Context: an optimization exercise on an open-source flow, tuned for small area, a short achievable clock period and few clock cycles per item. The choices shown serve that exercise and are no tape-out recipe.
Only simulation tests tie the RTL to the original design; equivalence was not proved.

===== flow/constraint.sdc =====
create_clock -name core_clock -period 6.0 [get_ports {clk}]
set_input_delay 1.2000 -clock core_clock [delete_from_list [all_inputs] [get_ports {clk}]]
set_output_delay 1.2000 -clock core_clock [all_outputs]
set_load 0.01 [all_outputs]

===== flow/config.mk =====
export PLATFORM = sky130hd
export DESIGN_NAME = xz_keccak_core
export DESIGN_NICKNAME = xz_keccak_core
export VERILOG_FILES = /design/flow/design.v
export SDC_FILE = /design/flow/constraint.sdc
export NUM_CORES = 4
export LEC_CHECK = 0
export CAP_MARGIN = 40
export CORE_MARGIN = 2
export CORE_UTILIZATION = 40
export SETUP_SLACK_MARGIN = 3.0
export SLEW_MARGIN = 40

===== flow/run.sh =====
#!/bin/bash
# synth_recipe.tcl (not shown) runs the flow's synth.tcl, then flattens the netlist and writes it again
# the make line also repeats each setting of config.mk as NAME=value (left out here)
make -C /OpenROAD-flow-scripts/flow DESIGN_CONFIG=/design/flow/config.mk WORK_HOME=/design/flow/orfs CLKGATE_MAP_FILE= SYNTH_SCRIPT=/design/flow/synth_recipe.tcl finish

===== flow/design.v =====
module keccak_rc (
    input  wire [4:0]  round,
    output reg  [63:0] rc
);
    always @(*) begin
        case (round)
            5'd0:  rc = 64'h0000000000000001;
            5'd1:  rc = 64'h0000000000008082;
            5'd2:  rc = 64'h800000000000808A;
            5'd3:  rc = 64'h8000000080008000;
            5'd4:  rc = 64'h000000000000808B;
            5'd5:  rc = 64'h0000000080000001;
            5'd6:  rc = 64'h8000000080008081;
            5'd7:  rc = 64'h8000000000008009;
            5'd8:  rc = 64'h000000000000008A;
            5'd9:  rc = 64'h0000000000000088;
            5'd10: rc = 64'h0000000080008009;
            5'd11: rc = 64'h000000008000000A;
            5'd12: rc = 64'h000000008000808B;
            5'd13: rc = 64'h800000000000008B;
            5'd14: rc = 64'h8000000000008089;
            5'd15: rc = 64'h8000000000008003;
            5'd16: rc = 64'h8000000000008002;
            5'd17: rc = 64'h8000000000000080;
            5'd18: rc = 64'h000000000000800A;
            5'd19: rc = 64'h800000008000000A;
            5'd20: rc = 64'h8000000080008081;
            5'd21: rc = 64'h8000000000008080;
            5'd22: rc = 64'h0000000080000001;
            5'd23: rc = 64'h8000000080008008;
            default: rc = 64'h0;
        endcase
    end
endmodule
module keccak_round (
    input  wire [1599:0] state_in,
    input  wire [63:0]   round_const,
    output wire [1599:0] state_out
);
    function automatic integer rot(input integer i);
        case (i)
             0: rot = 0;   1: rot = 1;   2: rot = 62;  3: rot = 28;  4: rot = 27;
             5: rot = 36;  6: rot = 44;  7: rot = 6;   8: rot = 55;  9: rot = 20;
            10: rot = 3;  11: rot = 10; 12: rot = 43; 13: rot = 25; 14: rot = 39;
            15: rot = 41; 16: rot = 45; 17: rot = 15; 18: rot = 21; 19: rot = 8;
            20: rot = 18; 21: rot = 2;  22: rot = 61; 23: rot = 56; 24: rot = 14;
            default: rot = 0;
        endcase
    endfunction
    wire [63:0] a   [0:24];
    wire [63:0] c   [0:4];
    wire [63:0] d   [0:4];
    wire [63:0] th  [0:24];
    wire [63:0] b   [0:24];
    wire [63:0] chi [0:24];
    genvar x, y;
    generate
        for (x = 0; x < 5; x = x + 1) begin : g_col
            assign c[x] = a[x] ^ a[x+5] ^ a[x+10] ^ a[x+15] ^ a[x+20];
        end
        for (x = 0; x < 5; x = x + 1) begin : g_d
            assign d[x] = c[(x+4)%5] ^ {c[(x+1)%5][62:0], c[(x+1)%5][63]};
        end
        for (y = 0; y < 5; y = y + 1) begin : g_row
            for (x = 0; x < 5; x = x + 1) begin : g_lane
                assign a[x+5*y]  = state_in[64*(x+5*y) +: 64];
                assign th[x+5*y] = a[x+5*y] ^ d[x];
                if (rot(x+5*y) == 0) begin : g_norot
                    assign b[y + 5*((2*x+3*y)%5)] = th[x+5*y];
                end else begin : g_rot
                    assign b[y + 5*((2*x+3*y)%5)] =
                        {th[x+5*y][63-rot(x+5*y):0], th[x+5*y][63:64-rot(x+5*y)]};
                end
            end
        end
        for (y = 0; y < 5; y = y + 1) begin : g_chi_row
            for (x = 0; x < 5; x = x + 1) begin : g_chi_lane
                assign chi[x+5*y] = b[x+5*y] ^ (~b[(x+1)%5+5*y] & b[(x+2)%5+5*y]);
                if (x == 0 && y == 0) begin : g_iota
                    assign state_out[0 +: 64] = chi[0] ^ round_const;
                end else begin : g_out
                    assign state_out[64*(x+5*y) +: 64] = chi[x+5*y];
                end
            end
        end
    endgenerate
endmodule
module xz_keccak_core (
    input  wire        clk,
    input  wire        rst,
    input  wire        cmd_valid,
    output wire        cmd_ready,
    input  wire [1:0]  cmd_op,
    input  wire [63:0] cmd_data,
    output reg         rsp_valid,
    output reg  [63:0] rsp_data
);
    localparam [1:0] OP_CLEAR   = 2'd0;
    localparam [1:0] OP_ABSORB  = 2'd1;
    localparam [1:0] OP_PERMUTE = 2'd2;
    localparam [1:0] OP_SQUEEZE = 2'd3;
    localparam       RATE_LANES = 17;
    localparam       BUF_LANES  = 16;
    reg  [1599:0] state;
    reg  [1023:0] buf_lane;      
    reg  [63:0]   rq1, rq2, rq3;  
    reg  [15:0]   buf_full;      
    reg           clr;           
    reg           pp;            
    reg           psq;           
    reg  [4:0]    psq_lane;
    reg  [4:0]    ptr;           
    reg  [2:0]    nsq;           
    reg  [1:0]    nrq;           
    reg           busy;
    reg  [4:0]    round;
    reg           ready;         
    reg           do_merge;      
    reg           zero;          
    reg  [15:0]   gate;          
    reg           do_rsp;        
    reg           rsp_q;         
    reg  [4:0]    rsp_lane;
    reg           cap;           
    reg  [15:0]   buf_en;        
    reg  [63:0]   rc;            
    assign cmd_ready = ready;
    wire take     = cmd_valid && ready;
    wire take_clr = take && (cmd_op == OP_CLEAR);
    wire take_abs = take && (cmd_op == OP_ABSORB);
    wire take_prm = take && (cmd_op == OP_PERMUTE);
    wire take_sq  = take && (cmd_op == OP_SQUEEZE);
    wire last_lane = (ptr == RATE_LANES - 1);
    wire abs_last  = take_abs && last_lane;      
    wire need_merge = clr || (buf_full != 16'd0);
    wire do_psq     = psq && !busy && (nsq == 3'd0) && (nrq == 2'd0) && !need_merge;
    wire start_perm = (!busy && pp) || (do_psq && (psq_lane == RATE_LANES - 1)) || abs_last;
    wire sq_early = busy && !clr && (buf_full == 16'd0) && (nsq != 3'd4);
    reg  [15:0] full_nx;
    reg         clr_nx, pp_nx, psq_nx, busy_nx;
    reg  [4:0]  psq_lane_nx, ptr_nx, round_nx;
    reg  [2:0]  nsq_nx;
    reg  [1:0]  nrq_nx;
    always @(*) begin
        full_nx     = buf_full;
        clr_nx      = clr;
        pp_nx       = pp;
        psq_nx      = psq;
        psq_lane_nx = psq_lane;
        ptr_nx      = ptr;
        nsq_nx      = nsq;
        nrq_nx      = nrq;
        busy_nx     = busy;
        round_nx    = round;
        if (busy) begin
            round_nx = round + 5'd1;
            if (round == 5'd23)
                busy_nx = 1'b0;
        end
        if (nrq != 2'd0)
            nrq_nx = nrq - 2'd1;
        if (!busy && nsq != 3'd0) begin
            nsq_nx = 3'd0;
            nrq_nx = nsq[1:0] - 2'd1;
        end
        if (do_merge) begin
            clr_nx  = 1'b0;
            full_nx = 16'd0;
        end
        if (do_psq)
            psq_nx = 1'b0;
        if (start_perm) begin
            pp_nx    = 1'b0;
            busy_nx  = 1'b1;
            round_nx = 5'd0;
        end
        if (take_clr) begin
            clr_nx  = 1'b1;
            full_nx = 16'd0;
            ptr_nx  = 5'd0;
        end
        if (take_abs) begin
            if (last_lane) begin
                ptr_nx = 5'd0;
            end else begin
                full_nx[ptr[3:0]] = 1'b1;
                ptr_nx = ptr + 5'd1;
            end
        end
        if (take_prm) begin
            ptr_nx = 5'd0;
            pp_nx  = 1'b1;
        end
        if (take_sq) begin
            if (sq_early) begin
                nsq_nx = nsq + 3'd1;
            end else begin
                psq_nx      = 1'b1;
                psq_lane_nx = ptr;
            end
            if (last_lane) ptr_nx = 5'd0;
            else           ptr_nx = ptr + 5'd1;
        end
    end
    wire nx_merge = !busy_nx && (clr_nx || (full_nx != 16'd0));
    wire nx_cap   = !busy_nx && (nsq_nx != 3'd0);
    wire nx_psq   = psq_nx && !busy_nx && (nsq_nx == 3'd0) && (nrq_nx == 2'd0) &&
                    !clr_nx && (full_nx == 16'd0);
    wire [63:0] rc_nx;
    keccak_rc u_rc (
        .round (round_nx),
        .rc    (rc_nx)
    );
    integer i;
    always @(posedge clk) begin
        if (rst) begin
            buf_full <= 16'd0;
            clr      <= 1'b0;
            pp       <= 1'b0;
            psq      <= 1'b0;
            psq_lane <= 5'd0;
            ptr      <= 5'd0;
            nsq      <= 3'd0;
            nrq      <= 2'd0;
            busy     <= 1'b0;
            round    <= 5'd0;
            ready    <= 1'b1;
            do_merge <= 1'b0;
            zero     <= 1'b0;
            gate     <= 16'd0;
            do_rsp   <= 1'b0;
            rsp_q    <= 1'b0;
            rsp_lane <= 5'd0;
            cap      <= 1'b0;
            buf_en   <= 16'd1;
        end else begin
            buf_full <= full_nx;
            clr      <= clr_nx;
            pp       <= pp_nx;
            psq      <= psq_nx;
            psq_lane <= psq_lane_nx;
            ptr      <= ptr_nx;
            nsq      <= nsq_nx;
            nrq      <= nrq_nx;
            busy     <= busy_nx;
            round    <= round_nx;
            ready    <= !(pp_nx || psq_nx) && !(busy_nx && ptr_nx == RATE_LANES - 1);
            do_merge <= nx_merge;
            zero     <= nx_merge && clr_nx;
            gate     <= {16{nx_merge}} & full_nx;
            do_rsp   <= nx_cap || (nrq_nx != 2'd0) || nx_psq;
            rsp_q    <= (nrq_nx != 2'd0);
            rsp_lane <= nx_cap ? 5'd0 : psq_lane_nx;
            cap      <= nx_cap;
            for (i = 0; i < BUF_LANES; i = i + 1)
                buf_en[i] <= (ptr_nx == i) && !full_nx[i];
        end
        rc <= rc_nx;
    end
    wire [1599:0] round_out;
    keccak_round u_round (
        .state_in    (state),
        .round_const (rc),
        .state_out   (round_out)
    );
    wire [63:0] abs16 = cmd_data & {64{abs_last}};
    reg  [1599:0] state_nx;
    always @(*) begin
        for (i = 0; i < 25; i = i + 1) begin
            if (i < BUF_LANES)
                state_nx[64*i +: 64] = busy ? round_out[64*i +: 64] :
                    ((state[64*i +: 64] & {64{!zero}}) ^ (buf_lane[64*i +: 64] & {64{gate[i]}}));
            else if (i == RATE_LANES - 1)
                state_nx[64*i +: 64] = busy ? round_out[64*i +: 64] :
                    ((state[64*i +: 64] & {64{!zero}}) ^ abs16);
            else
                state_nx[64*i +: 64] = busy ? round_out[64*i +: 64] :
                    (state[64*i +: 64] & {64{!zero}});
        end
    end
    always @(posedge clk)
        state <= state_nx;
    always @(posedge clk)
        for (i = 0; i < BUF_LANES; i = i + 1)
            if (buf_en[i])
                buf_lane[64*i +: 64] <= cmd_data;
    always @(posedge clk) begin
        rsp_valid <= !rst && do_rsp;
        rsp_data  <= rsp_q ? rq1 : state[64*rsp_lane +: 64];
        rq1       <= cap ? state[64*1 +: 64] : rq2;
        rq2       <= cap ? state[64*2 +: 64] : rq3;
        rq3       <= state[64*3 +: 64];
    end
endmodule

==> results of run 1 <==
-- final cells by class --
cell class	instances	area [µm²]
multi-input combinational	13800	128000
antenna	137	343
inverter	20	78.8
sequential	2971	70000
fill	39600	213000
timing repair buffer	1642	17700
clock buffer	488	10200
clock inverter	202	2350
tap	5952	7450
-- logic make-up after synthesis --
family	count (synthesis)	share of synthesized area [%]
xor gates and xnor gates	5583	31.5
AOI/OAI and AO/OA	1834	5.90
muxes	709	7.12
adders and majority gates	15	0.104
buffers and inverters	849	1.80
and+or+nand+nor	5707	15.0
DFF	2971	38.6
-- Yosys cell counts (all sizes together) (320+ instances only) --
cell type | instances | area (µm²)
mux4 | 448 | 10100
nor3b | 509 | 3820
dfxtp | 1947 | 39000
clkbuf | 747 | 2800
a21oi | 1110 | 5560
nor2b | 1364 | 8530
xnor3 | 320 | 7210
nor2 | 1804 | 6770
edfxtp | 1024 | 30700
xor2 | 862 | 8010
a21o | 506 | 3800
xnor2 | 4401 | 41600
nand2 | 1891 | 7100
-- what timing repair did --
| item | in CTS | in global routing |
|---|---|---|
| buffers inserted | 285 | 231 |
| pin swaps | 188 | 171 |
| gates cloned | 6 | 3 |
| resized for setup | 840 | 327 |
| endpoints found under the setup margin | 1538 | 774 |
-- sequential cells by signal, summed over array words and instances, names as in the netlist, 2 cells and up --
name      flops
rq2          64
gate         16
buf_en       16
state      1600
psq_lane      5
rq1          64
rsp_lane      5
buf_full     16
nsq           3
nrq           2
rsp_data     64
ptr           5
rc            7
round         5
buf_lane   1024
rq3          64
-- routing by layer --
layer,track usage [%],wire [µm],share of wire [%]
met1,61.6,436000,34
met2,72.7,489000,38
met3,30.5,206000,16
met4,55.6,165000,13
met5,1.00,1870,0.14
-- how the worst max path moves through the flow --
stage                           start            to  slack, ps  cells after the start
after global routing       state[330]    state[607]       2900                      8
after global placement     state[140]   state[1092]       1610                      7
after CTS                  state[249]   state[1033]       2770                      8
after floorplan             cmd_op[0]        rc[31]       2930                     13
final                     rsp_lane[3]  rsp_data[38]       2800                      5
after detailed placement    cmd_op[0]        do_rsp       2020                      8
-- worst max-delay path, cell delays in order, from the launching register on --
cell,delay (ps)
dfxtp_4,720
buf_6,570
buf_6,520
mux4_2,380
mux2i_1,70
o21ai_0,460
==> flow_summary.ini, run 1 <==
[drt]
wl_per_cell_um = 51.4
wl_mm = 1300
num_vias = 156000
drc = 0
firstDrtPassIters = 8
vias_per_cell = 6.20
drt_iter0_drc = 26000
drtAntennaViolNets = 0

[min_path]
min_from = rq2[48]
hold_path.class = flop to flop
hold_end = rq1[48]
hold_depth = 1

[place]
place_inst = 23900
place_area_um2 = 206000
numPortBuffers = 134
dp_hpwl_mm = 1030
dp_slack_ps = 2020
place_congestion = 1.17

[global_route]
antenna_found_initial = 190
grt_use_total_pct = 55.4
grt_pass1_wl_mm = 1600
grt_max_degree = 199
overflow = 0
grt_pass1_vias = 138000

[clocking]
cts-hold-fix-buffers = 0
root_buffer = clkbuf_16
htreeDepth = 5
numCtsBuffers = 368
cts_tree = built
path_clk_slew_ps = 60
cts_sinks = 2971
clockBufferDepth = 4
clk_latency_ps = 1100

[die]
start_util_pct = 40.2
core-area_um2 = 449000
num_rows = 246
die-area_um2 = 457000
ios = 135
fp.dieH_um = 676
die-width_um = 676

[yosys]
netlist_area_um2 = 181000
ys_types = 66
async_flop_share_pct = 0
synth_edf_count = 1024
post_synth.cell_area_avg_um2 = 10.2
ys_seq_elements = 2971
yosysWarnings = 3
syn-num-nets = 17800
ys.flop_type = dfxtp_1
synthCells = 17700
seq_area_frac_synth_pct = 38.6

[sta]
tightest_slew_ps = 1130
maxSlewViolCount = 0
slew_headroom_pct = 24.9
grt_setup_unrepaired = yes
fmax_mhz = 312
fin_crit_ps = 3200
worst_hold_slack_ps = 381
final_hold_viol_count = 0
tns_ps = 0
finalSetupViolCount = 0
worst_slack_ps = 2800
min_period_over_period_pct = 53.4
skew_ps = 99.5

[critical_path]
reg2regPathDepth = 5
endpoint_kind = flop
timing.rr.end = rsp_data[38]
critPathArrivalTime_ps = 4070
r2r-start = rsp_lane[3]
required_ps = 6870
r2r_slack_ps = 2800
crit_fanout = 29
path_class = flop to flop
cp-start-kind = flop

[layout]
final_common_cell = xnor2_1
final_core_util_pct = 52.5
drive_gt1_share_pct = 24.3
nets = 18900
stdcell_count = 25300
stdcell_area_um2 = 236000
final_cell_mix = 2760 x xnor2_1, 1891 x nand2_1, 1802 x dfxtp_1
area_growth_pct = 30.7

[flow_run]
maxCapViolations = 0

[status]
outcome = finished clean
Testbench counts, summed over its fixed seeds: cycles 12,301, blocks 485.
==> run 2, diff against run 1 <==
--- a/flow/design.v
+++ b/flow/design.v
@@ -37,2 +37,4 @@
     input  wire [63:0]   round_const,
+    input  wire          sel,
+    input  wire [1599:0] alt,
     output wire [1599:0] state_out
@@ -54,3 +56,3 @@
     wire [63:0] b   [0:24];
-    wire [63:0] chi [0:24];
+    wire [63:0] keep[0:24];
     genvar x, y;
@@ -77,8 +79,9 @@
             for (x = 0; x < 5; x = x + 1) begin : g_chi_lane
-                assign chi[x+5*y] = b[x+5*y] ^ (~b[(x+1)%5+5*y] & b[(x+2)%5+5*y]);
                 if (x == 0 && y == 0) begin : g_iota
-                    assign state_out[0 +: 64] = chi[0] ^ round_const;
-                end else begin : g_out
-                    assign state_out[64*(x+5*y) +: 64] = chi[x+5*y];
+                    assign keep[0] = sel ? (b[0] ^ round_const) : alt[0 +: 64];
+                end else begin : g_keep
+                    assign keep[x+5*y] = sel ? b[x+5*y] : alt[64*(x+5*y) +: 64];
                 end
+                assign state_out[64*(x+5*y) +: 64] = keep[x+5*y] ^
+                    ({64{sel}} & ~b[(x+1)%5+5*y] & b[(x+2)%5+5*y]);
             end
@@ -121,4 +124,3 @@
     reg           do_rsp;        
-    reg           rsp_q;         
-    reg  [4:0]    rsp_lane;
+    reg  [17:0]   rsp_sel;       
     reg           cap;           
@@ -231,4 +233,3 @@
             do_rsp   <= 1'b0;
-            rsp_q    <= 1'b0;
-            rsp_lane <= 5'd0;
+            rsp_sel  <= 18'd0;
             cap      <= 1'b0;
@@ -251,4 +252,5 @@
             do_rsp   <= nx_cap || (nrq_nx != 2'd0) || nx_psq;
-            rsp_q    <= (nrq_nx != 2'd0);
-            rsp_lane <= nx_cap ? 5'd0 : psq_lane_nx;
+            for (i = 0; i < RATE_LANES; i = i + 1)
+                rsp_sel[i] <= (nrq_nx == 2'd0) && (nx_cap ? (i == 0) : (psq_lane_nx == i));
+            rsp_sel[17] <= (nrq_nx != 2'd0);
             cap      <= nx_cap;
@@ -259,3 +261,16 @@
     end
-    wire [1599:0] round_out;
+    wire [63:0] abs16 = cmd_data & {64{abs_last}};
+    reg  [1599:0] merged;
+    always @(*) begin
+        for (i = 0; i < 25; i = i + 1) begin
+            if (i < BUF_LANES)
+                merged[64*i +: 64] = (state[64*i +: 64] & {64{!zero}}) ^
+                                     (buf_lane[64*i +: 64] & {64{gate[i]}});
+            else if (i == RATE_LANES - 1)
+                merged[64*i +: 64] = (state[64*i +: 64] & {64{!zero}}) ^ abs16;
+            else
+                merged[64*i +: 64] = state[64*i +: 64] & {64{!zero}};
+        end
+    end
+    wire [1599:0] state_nx;
     keccak_round u_round (
@@ -263,19 +278,6 @@
         .round_const (rc),
-        .state_out   (round_out)
+        .sel         (busy),
+        .alt         (merged),
+        .state_out   (state_nx)
     );
-    wire [63:0] abs16 = cmd_data & {64{abs_last}};
-    reg  [1599:0] state_nx;
-    always @(*) begin
-        for (i = 0; i < 25; i = i + 1) begin
-            if (i < BUF_LANES)
-                state_nx[64*i +: 64] = busy ? round_out[64*i +: 64] :
-                    ((state[64*i +: 64] & {64{!zero}}) ^ (buf_lane[64*i +: 64] & {64{gate[i]}}));
-            else if (i == RATE_LANES - 1)
-                state_nx[64*i +: 64] = busy ? round_out[64*i +: 64] :
-                    ((state[64*i +: 64] & {64{!zero}}) ^ abs16);
-            else
-                state_nx[64*i +: 64] = busy ? round_out[64*i +: 64] :
-                    (state[64*i +: 64] & {64{!zero}});
-        end
-    end
     always @(posedge clk)
@@ -286,5 +288,11 @@
                 buf_lane[64*i +: 64] <= cmd_data;
+    reg  [63:0] rsp_mux;
+    always @(*) begin
+        rsp_mux = rq1 & {64{rsp_sel[17]}};
+        for (i = 0; i < RATE_LANES; i = i + 1)
+            rsp_mux = rsp_mux | (state[64*i +: 64] & {64{rsp_sel[i]}});
+    end
     always @(posedge clk) begin
         rsp_valid <= !rst && do_rsp;
-        rsp_data  <= rsp_q ? rq1 : state[64*rsp_lane +: 64];
+        rsp_data  <= rsp_mux;
         rq1       <= cap ? state[64*1 +: 64] : rq2;
==> run 2 against run 1 <==
Effect of this change:
- still clean on timing, DRC and antenna
- cell count decreased by 2.3%
- worst hold slack improved by 72 ps
- clock-buffer cell count rose by 17
- critical path type unchanged
- largest cell class unchanged
==> flow_summary.ini, run 2 <==
[yosys]
synthCells = 17500
synth_top_area_cell = dfxtp_1
yosys.area_share.simple_pct = 15.7
netlist_area_um2 = 168000
yosysWarnings = 3
synth_edf_count = 1024
post_synth.cell_area_avg_um2 = 9.58
netlist_top_cells_count = 4117 x xnor2_1, 2173 x nand2_1, 1959 x dfxtp_1
synth_mux_area_share_pct = 0.925
async_flop_share_pct = 0
synth-xor-area-share_pct = 31.7
synth_top_family_by_area = XOR/XNOR gates
ys_types = 61
synth-compound-area-share_pct = 8.13
synth_area_leaders = dfxtp_1 23%, xnor2_1 21%, edfxtp_1 18%
ys_seq_elements = 2983
ys.flop_type = dfxtp_1
seq_area_frac_synth_pct = 41.7
synth_most_common_cell = xnor2_1
netlist.area_leader.share_pct = 23.4
synth-adder-area-share_pct = 0.104
syn-num-nets = 17600

[global_route]
grt_pass1_vias = 136000
overflow = 0
antenna_found_initial = 161
grt_pass1_wl_mm = 1580
grt_use_total_pct = 58.7
grt_max_degree = 194

[min_path]
hold_path.class = flop to flop

[layout]
area_growth_pct = 33.6
largest_register_ffs = 1600
drive_gt1_share_pct = 21.8
final_cell_mix = 2715 x xnor2_1, 2172 x nand2_1, 1731 x dfxtp_1
nets = 18800
top_regs = state (1600), buf_lane (1024)
stdcell_area_um2 = 224000
top_register = state
final_common_cell = xnor2_1

[clocking]
clk_latency_ps = 1080
cts_sinks = 2983
root_buffer = clkbuf_16
numCtsBuffers = 365
path_clk_slew_ps = 60
cts_tree = built
htreeDepth = 5
clockBufferDepth = 4

[sta]
min_period_over_period_pct = 53.3
final_hold_viol_count = 0
fin_crit_ps = 3200
tns_ps = 0
finalSetupViolCount = 0
maxSlewViolCount = 0
slew_headroom_pct = 20.2
skew_ps = 72.0
fmax_mhz = 313
grt_setup_unrepaired = yes
tightest_slew_ps = 1200

[drt]
wl_per_cell_um = 52.0
wl_mm = 1280
num_vias = 157000
drc = 0
drt_iter0_drc = 28400
vias_per_cell = 6.34
drtAntennaViolNets = 0
firstDrtPassIters = 8

[critical_path]
crit_fanout = 5
slowest_delay_ps = 630
endpoint_kind = flop
cp_slowest_cell = xnor2_4
r2r_slack_ps = 2800
cp_cell_sequence = xnor3_2 -> xnor2_4 -> xnor2_1 -> buf_4 -> xnor2_4 -> nand2_1 -> xnor2_1 -> a21oi_1
required_ps = 6860
path_class = flop to flop
cp-start-kind = flop
critPathArrivalTime_ps = 4060

[place]
dp_hpwl_mm = 1010
place_congestion = 1.21
place_area_um2 = 194000
numPortBuffers = 134

[die]
die-width_um = 652
die-area_um2 = 425000
fp.dieH_um = 652
core-area_um2 = 417000
ios = 135
start_util_pct = 40.3
num_rows = 237

[flow_run]
maxCapViolations = 0

[status]
outcome = finished clean
run 2: cell types whose count changed after synthesis, moves of 186 or more:
cell,previous run,this run
a221oi_1,2,192
mux4_2,448,0
nand2_1,1891,2173
nand2b_1,75,261
xnor2_2,401,0
a21o_1,506,3
xor2_1,802,1146
a22o_1,8,231
nor3b_1,509,6
o21ai_0,148,540
run 2: repair_timing:
action | in CTS | in global routing
setup buffers | 260 | 200
pin swaps | 178 | 143
resized for setup | 1050 | 396
hold buffers | 0 | 0
endpoints found under the setup margin | 1589 | 729
cloned | 6 | 1
run 2: cells by family after synthesis:
| logic type | after synthesis |
|---|---|
| flops | 2983 |
| buf+inv | 791 |
| fa+ha+maj | 14 |
| simple gates | 5738 |
| compound gates | 2282 |
| xor+xnor | 5583 |
| mux | 139 |
run 2: critical path: cells and delay by family, from the launching register on:
kind	cells	cell delay, ps
xor+xnor	5	1940
flops	1	520
buf+inv	1	220
simple gates	1	160
compound gates	1	130
run 2: final timing paths:
path / start / endpoint / cells after the start
hold reg to reg: rq3[17] / rq2[17] / 1
hold / removal: rq3[17] / rq2[17] / 1
setup / recovery: state[376] / state[589] / 8
setup reg to reg: state[376] / state[589] / 8
run 2: area by class of cell:
type	instances	area (µm²)
tap	5497	6880
multi-input combinational	13800	117000
clock inverter	178	2230
fill	37100	193000
antenna	174	435
timing repair buffer	1572	16800
inverter	22	97.6
sequential	2983	70400
clock buffer	505	10300
run 2: routing by layer:
metal  up-vias  part of all wire (%)  global-route usage (%)
li1      60200                     -                       -
met1     77900                    33                    63.8
met2     14200                    37                    74.8
met3      4217                    17                    36.2
met4        80                    13                    60.2
met5         -                  0.22                    3.17
run 2: metrics by stage:
step / cells / hold WS (ps) / worst slack [ps] / utilization, %
2_1_floorplan: 17500 / 388 / 2860 / -
3_3_place_gp: 23300 / 432 / 1550 / 44.8
3_5_place_dp: 23400 / 440 / 1770 / 46.5
4_1_cts: 24300 / 440 / 2890 / 52.2
5_1_grt: 24500 / 459 / 2890 / 53.7
6_report: 24700 / 453 / 2800 / 53.8
Testbench counts of run 2, summed over its fixed seeds: cycles 12,301, blocks 485.
==> run 3, diff against run 2 <==
--- a/flow/design.v
+++ b/flow/design.v
@@ -6,27 +6,26 @@
         case (round)
-            5'd0:  rc = 64'h0000000000000001;
-            5'd1:  rc = 64'h0000000000008082;
-            5'd2:  rc = 64'h800000000000808A;
-            5'd3:  rc = 64'h8000000080008000;
-            5'd4:  rc = 64'h000000000000808B;
-            5'd5:  rc = 64'h0000000080000001;
-            5'd6:  rc = 64'h8000000080008081;
-            5'd7:  rc = 64'h8000000000008009;
-            5'd8:  rc = 64'h000000000000008A;
-            5'd9:  rc = 64'h0000000000000088;
-            5'd10: rc = 64'h0000000080008009;
-            5'd11: rc = 64'h000000008000000A;
-            5'd12: rc = 64'h000000008000808B;
-            5'd13: rc = 64'h800000000000008B;
-            5'd14: rc = 64'h8000000000008089;
-            5'd15: rc = 64'h8000000000008003;
-            5'd16: rc = 64'h8000000000008002;
-            5'd17: rc = 64'h8000000000000080;
-            5'd18: rc = 64'h000000000000800A;
-            5'd19: rc = 64'h800000008000000A;
-            5'd20: rc = 64'h8000000080008081;
-            5'd21: rc = 64'h8000000000008080;
-            5'd22: rc = 64'h0000000080000001;
-            5'd23: rc = 64'h8000000080008008;
-            default: rc = 64'h0;
+            5'd0:  rc = 64'h0000000000008082;
+            5'd1:  rc = 64'h800000000000808A;
+            5'd2:  rc = 64'h8000000080008000;
+            5'd3:  rc = 64'h000000000000808B;
+            5'd4:  rc = 64'h0000000080000001;
+            5'd5:  rc = 64'h8000000080008081;
+            5'd6:  rc = 64'h8000000000008009;
+            5'd7:  rc = 64'h000000000000008A;
+            5'd8:  rc = 64'h0000000000000088;
+            5'd9:  rc = 64'h0000000080008009;
+            5'd10: rc = 64'h000000008000000A;
+            5'd11: rc = 64'h000000008000808B;
+            5'd12: rc = 64'h800000000000008B;
+            5'd13: rc = 64'h8000000000008089;
+            5'd14: rc = 64'h8000000000008003;
+            5'd15: rc = 64'h8000000000008002;
+            5'd16: rc = 64'h8000000000000080;
+            5'd17: rc = 64'h000000000000800A;
+            5'd18: rc = 64'h800000008000000A;
+            5'd19: rc = 64'h8000000080008081;
+            5'd20: rc = 64'h8000000000008080;
+            5'd21: rc = 64'h0000000080000001;
+            5'd22: rc = 64'h8000000080008008;
+            default: rc = 64'h0000000000000001;
         endcase
@@ -39,2 +38,3 @@
     input  wire [1599:0] alt,
+    input  wire [1087:0] mix,
     output wire [1599:0] state_out
@@ -80,8 +80,13 @@
                 if (x == 0 && y == 0) begin : g_iota
-                    assign keep[0] = sel ? (b[0] ^ round_const) : alt[0 +: 64];
+                    assign keep[0] = ({64{sel}} & (b[0] ^ round_const)) | alt[0 +: 64];
                 end else begin : g_keep
-                    assign keep[x+5*y] = sel ? b[x+5*y] : alt[64*(x+5*y) +: 64];
+                    assign keep[x+5*y] = ({64{sel}} & b[x+5*y]) | alt[64*(x+5*y) +: 64];
+                end
+                if (x+5*y < 17) begin : g_rate
+                    assign state_out[64*(x+5*y) +: 64] = keep[x+5*y] ^
+                        (({64{sel}} & ~b[(x+1)%5+5*y] & b[(x+2)%5+5*y]) | mix[64*(x+5*y) +: 64]);
+                end else begin : g_cap
+                    assign state_out[64*(x+5*y) +: 64] = keep[x+5*y] ^
+                        ({64{sel}} & ~b[(x+1)%5+5*y] & b[(x+2)%5+5*y]);
                 end
-                assign state_out[64*(x+5*y) +: 64] = keep[x+5*y] ^
-                    ({64{sel}} & ~b[(x+1)%5+5*y] & b[(x+2)%5+5*y]);
             end
@@ -121,3 +126,3 @@
     reg           do_merge;      
-    reg           zero;          
+    reg           hold;          
     reg  [15:0]   gate;          
@@ -210,7 +215,8 @@
                     !clr_nx && (full_nx == 16'd0);
-    wire [63:0] rc_nx;
+    wire [63:0] rc_after;
     keccak_rc u_rc (
-        .round (round_nx),
-        .rc    (rc_nx)
+        .round (round),
+        .rc    (rc_after)
     );
+    wire [63:0] rc_nx = start_perm ? 64'h0000000000000001 : rc_after;
     integer i;
@@ -230,3 +236,3 @@
             do_merge <= 1'b0;
-            zero     <= 1'b0;
+            hold     <= 1'b1;
             gate     <= 16'd0;
@@ -249,3 +255,3 @@
             do_merge <= nx_merge;
-            zero     <= nx_merge && clr_nx;
+            hold     <= !busy_nx && !(nx_merge && clr_nx);
             gate     <= {16{nx_merge}} & full_nx;
@@ -261,14 +267,9 @@
     end
-    wire [63:0] abs16 = cmd_data & {64{abs_last}};
-    reg  [1599:0] merged;
+    reg  [1599:0] kept;
+    reg  [1087:0] mix;
     always @(*) begin
-        for (i = 0; i < 25; i = i + 1) begin
-            if (i < BUF_LANES)
-                merged[64*i +: 64] = (state[64*i +: 64] & {64{!zero}}) ^
-                                     (buf_lane[64*i +: 64] & {64{gate[i]}});
-            else if (i == RATE_LANES - 1)
-                merged[64*i +: 64] = (state[64*i +: 64] & {64{!zero}}) ^ abs16;
-            else
-                merged[64*i +: 64] = state[64*i +: 64] & {64{!zero}};
-        end
+        kept = state & {1600{hold}};
+        for (i = 0; i < BUF_LANES; i = i + 1)
+            mix[64*i +: 64] = buf_lane[64*i +: 64] & {64{gate[i]}};
+        mix[64*16 +: 64] = cmd_data & {64{abs_last}};
     end
@@ -279,3 +280,4 @@
         .sel         (busy),
-        .alt         (merged),
+        .alt         (kept),
+        .mix         (mix),
         .state_out   (state_nx)
--- a/flow/config.mk
+++ b/flow/config.mk
@@ -9,4 +9,4 @@
 export CORE_MARGIN = 2
-export CORE_UTILIZATION = 40
-export SETUP_SLACK_MARGIN = 3.0
+export CORE_UTILIZATION = 45
+export SETUP_SLACK_MARGIN = 3.3
 export SLEW_MARGIN = 40
==> run 3 against run 2 <==
Effect of this change:
- the flow now stops in global routing (5_1_grt)
- synthesized cell count fell by 23%
- area after synthesis fell by 7.5%
==> flow_summary.ini, run 3 <==
[place]
numPortBuffers = 134
place_inst = 18300
place_congestion = 1.39
dp_hpwl_mm = 937
place_area_um2 = 177000

[sta]
endpoint_type = register data pin
grt-worst-endpoint = state[724]$_DFF_P_/D

[yosys]
ys_types = 67
synth_edf_count = 1024
ys.flop_type = dfxtp_1
yosysWarnings = 3
ys_seq_elements = 2983
synth_most_common_cell = xnor2_1
seq_area_frac_synth_pct = 45.0
synth_top_area_cell = dfxtp_1
netlist_area_um2 = 155000
async_flop_share_pct = 0
synthCells = 13600
netlist.area_leader.share_pct = 25.2
netlist_top_cells_count = 2813 x xnor2_1, 1959 x dfxtp_1, 1611 x xor2_1
post_synth.cell_area_avg_um2 = 11.4
synth_area_leaders = dfxtp_1 25%, edfxtp_1 20%, xnor2_1 16%
syn-num-nets = 13700

[global_route]
grt_max_degree = 187
grt_use_total_pct = 73.3
overflow = 18

[status]
outcome = stopped before the end
stop_stage = global routing (5_1_grt)
error_line = [ERROR GRT-0232] Routing congestion too high. Check the congestion heatmap in the GUI.

[clocking]
htreeDepth = 5
clockBufferDepth = 4
cts_sinks = 2983
root_buffer = clkbuf_16
numCtsBuffers = 346

[die]
ios = 135
num_rows = 215
start_util_pct = 45.3
die-width_um = 592
fp.dieH_um = 592
==> run 3: cell count changes after synthesis, sizes merged, moves of 706 or more <==
cell,delta
a21oi,-1042
a22oi,+1159
a32oi,+706
nand2,-1514
nor2,-1556
nor2b,-1408
xnor2,-1304
==> run 3: layer usage <==
metal	overflow	global-route usage, %
met1	0	74.7
met2	8	84.6
met3	1	63.3
met4	9	68.0
met5	0	44.6
==> run 3: what timing repair did <==
item                       4_1_cts
hold buffers                     0
gates resized for setup       2071
pin swaps                      261
buffers inserted               361
setup endpoints to repair     1724
gates cloned                     6
==> run 3: worst max path at each step <==
stage / startpoint / endpoint / slack, ps / cells after the start
floorplan: cmd_op[0] / do_rsp / 2790 / 7
global placement: state[630] / state[656] / 660 / 7
CTS: state[468] / state[749] / 3150 / 7
detailed placement: cmd_op[0] / gate[9] / 1850 / 7
==> run 3: cells by family after synthesis <==
kind of cell	Yosys count	synth area share (%)
buffers and inverters	841	2.03
XOR/XNOR	4751	29.7
AO/OA/AOI/OAI	3354	17.0
AND/OR/NAND/NOR	1497	5.15
flip-flops	2983	45.0
multiplexers	142	1.03
adder cells (fa/ha/maj)	14	0.113
==> run 3: through the flow <==
step	utilization, %	setup slack [ps]	hold WS [ps]
after floorplan	-	2790	383
after global placement	49.5	655	434
after detailed placement	51.4	1850	440
after CTS	60.0	3150	435
Testbench counts of run 3, summed over its fixed seeds: cycles 12,301, blocks 485.
==> run 4, diff against run 3 <==
--- a/flow/config.mk
+++ b/flow/config.mk
@@ -9,3 +9,3 @@
 export CORE_MARGIN = 2
-export CORE_UTILIZATION = 45
+export CORE_UTILIZATION = 40
 export SETUP_SLACK_MARGIN = 3.3
==> run 4 against run 3 <==
Effect of this change:
- area after synthesis unchanged
- now clean on timing, DRC and antenna
- synthesized cell count unchanged
==> flow_summary.ini, run 4 <==
[status]
outcome = finished clean

[layout]
top_regs = state (1600), buf_lane (1024)
drive_gt1_share_pct = 32.1
area_growth_pct = 40.7
fillCellCount = 31800
stdcell_area_um2 = 219000
final_core_util_pct = 56.6
nets = 15000
final_cell_mix = 1606 x xnor2_1, 1356 x a22oi_1, 1341 x dfxtp_1
largest_register_ffs = 1600
final_common_cell = xnor2_1
top_register = state

[drt]
wl_mm = 1320
vias_per_cell = 7.65
wl_per_cell_um = 63.5
drt_iter0_drc = 35500
drtAntennaViolNets = 0
firstDrtPassIters = 13
num_vias = 159000
drc = 0

[critical_path]
endpoint_kind = flop
cp-startpoint = state[341]
slowest_delay_ps = 720
crit_family = XOR/XNOR gates
path_class = flop to flop
cp_num_buf_inv = 1
cp-start-kind = flop
crit_fanout = 7
cp_cell_sequence = xnor3_1 -> xnor2_4 -> xnor2_1 -> buf_4 -> xor2_4 -> a32oi_1 -> xor2_1
required_ps = 6960
critPathArrivalTime_ps = 4080
cp_slowest_cell = xor2_4
r2r-start = state[341]

[sta]
min_period_over_period_pct = 51.9
maxSlewViolCount = 0
tightest_slew_ps = 1220
worst_slack_ps = 2890
skew_ps = 52.2
tns_ps = 0
finalSetupViolCount = 0
fmax_mhz = 321
slew_headroom_pct = 18.4
final_hold_viol_count = 0
grt_setup_unrepaired = yes
fin_crit_ps = 3110

[place]
place_area_um2 = 179000
numPortBuffers = 134
dp_slack_ps = 1850
dp_hpwl_mm = 998
place_congestion = 1.24

[die]
start_util_pct = 40.2
core-area_um2 = 386000
die-width_um = 627
die-area_um2 = 393000
num_rows = 228
ios = 135
fp.dieH_um = 627

[yosys]
ys_types = 67
synthCells = 13600
ys_seq_elements = 2983
synth_edf_count = 1024
netlist_area_um2 = 155000
yosysWarnings = 3
synth_top_area_cell = dfxtp_1
seq_area_frac_synth_pct = 45.0
ys.flop_type = dfxtp_1
synth_area_leaders = dfxtp_1 25%, edfxtp_1 20%, xnor2_1 16%
netlist_top_cells_count = 2813 x xnor2_1, 1959 x dfxtp_1, 1611 x xor2_1
netlist.area_leader.share_pct = 25.2
async_flop_share_pct = 0
syn-num-nets = 13700
synth_most_common_cell = xnor2_1
post_synth.cell_area_avg_um2 = 11.4

[clocking]
htreeDepth = 5
clockBufferDepth = 4
path_clk_slew_ps = 60
cts_sinks = 2983
root_buffer = clkbuf_16
clk_latency_ps = 1100
cts_tree = built
numCtsBuffers = 360

[flow_run]
maxCapViolations = 0

[global_route]
use_met3_pct = 48.2
grt_max_degree = 171
overflow = 0
busiest_layer = met2
grt_pass1_vias = 130000
antenna_found_initial = 207
grt_util_met1_pct = 67.3
gr-usage-met2_pct = 78.6
grt_pass1_wl_mm = 1600
grt_use_total_pct = 64.5

[min_path]
min_from = state[252]
hold_path.class = flop to flop
==> run 4: repair_timing <==
action | CTS | global route
cloned | 5 | 4
buffers inserted | 403 | 284
hold buffers | 0 | 0
endpoints found under the setup margin | 1720 | 1042
pin swaps | 287 | 249
resized for setup | 2151 | 791
==> run 4: final timing paths <==
kind,to,slack (ps),cells past startpoint
max,state[1],2890,7
min,rq3[60],430,0
max reg2reg,state[1],2890,7
min reg2reg,rq3[60],430,0
==> run 4: routing by layer <==
metal	vias up	wire, µm
li1	53300	-
met1	79500	417000
met2	19200	462000
met3	6394	252000
met4	144	176000
met5	-	9060
==> run 4: layout make-up <==
type	count	area (µm²)	share of cell area [%]
Antenna cell	317	793	0.363
Clock buffer	512	10400	4.74
Clock inverter	161	1690	0.771
Inverter	22	106	0.0486
Multi-Input combinational cell	9759	106000	48.5
Sequential cell	2983	71100	32.5
Tap cell	5175	6470	2.96
Timing Repair Buffer	1803	22100	10.1
==> run 4: cell families (layout without fill, tap and decap cells) <==
family / after synthesis / in the layout / share of synthesized area [%]
xor gates and xnor gates: 4751 / 4751 / 29.7
AOI/OAI and AO/OA: 3354 / 3355 / 17.0
DFF: 2983 / 2983 / 45.0
and+or+nand+nor: 1497 / 1497 / 5.15
buffers and inverters: 841 / 2498 / 2.03
muxes: 142 / 142 / 1.03
adders and majority gates: 14 / 14 / 0.113
other: 0 / 317 / 0
==> run 4: per-stage QoR <==
| stage | hold slack, ps | std cells |
|---|---|---|
| after floorplan | 383 | 13600 |
| after global placement | 425 | 19000 |
| after detailed placement | 436 | 19000 |
| after CTS | 439 | 20100 |
| after global routing | 431 | 20500 |
| final | 428 | 20700 |

re-timing with driven ports:
The results above use ideal ports. As a check the final layouts listed here were re-extracted and re-timed, cells and wires unchanged.
Step 1, drivers: a clkbuf_16 drives clk and a buf_2 each remaining input, both assumed.
Step 2 moves the port delays by t, midway between the first and last clock arrival at a register: inputs arrive t later, outputs are due t later. That takes back most of the time a late clock gives input paths.
a / b / c = ideal / step 1 / step 2; a / b = the first two.
| run | t (ns) | setup WS [ns] | worst setup path after step 2 | worst slew at a driven data input, ns | pins driven straight from the clock port |
|---|---|---|---|---|---|
| run 1 | 1.198 | 2.795 / 2.795 / 1.946 | input to register | 0.05 | 1 |
| run 2 | 1.156 | 2.800 / 2.800 / 1.786 | input to register | 0.09 | 1 |
| run 4 | 1.176 | 2.886 / 2.886 / 2.323 | input to register | 0.10 | 1 |
After both steps every run listed still meets setup and hold. For run 2, which loses most, drivers alone change the setup slack by 0.000 ns; drivers and shift together by -1.014 ns.
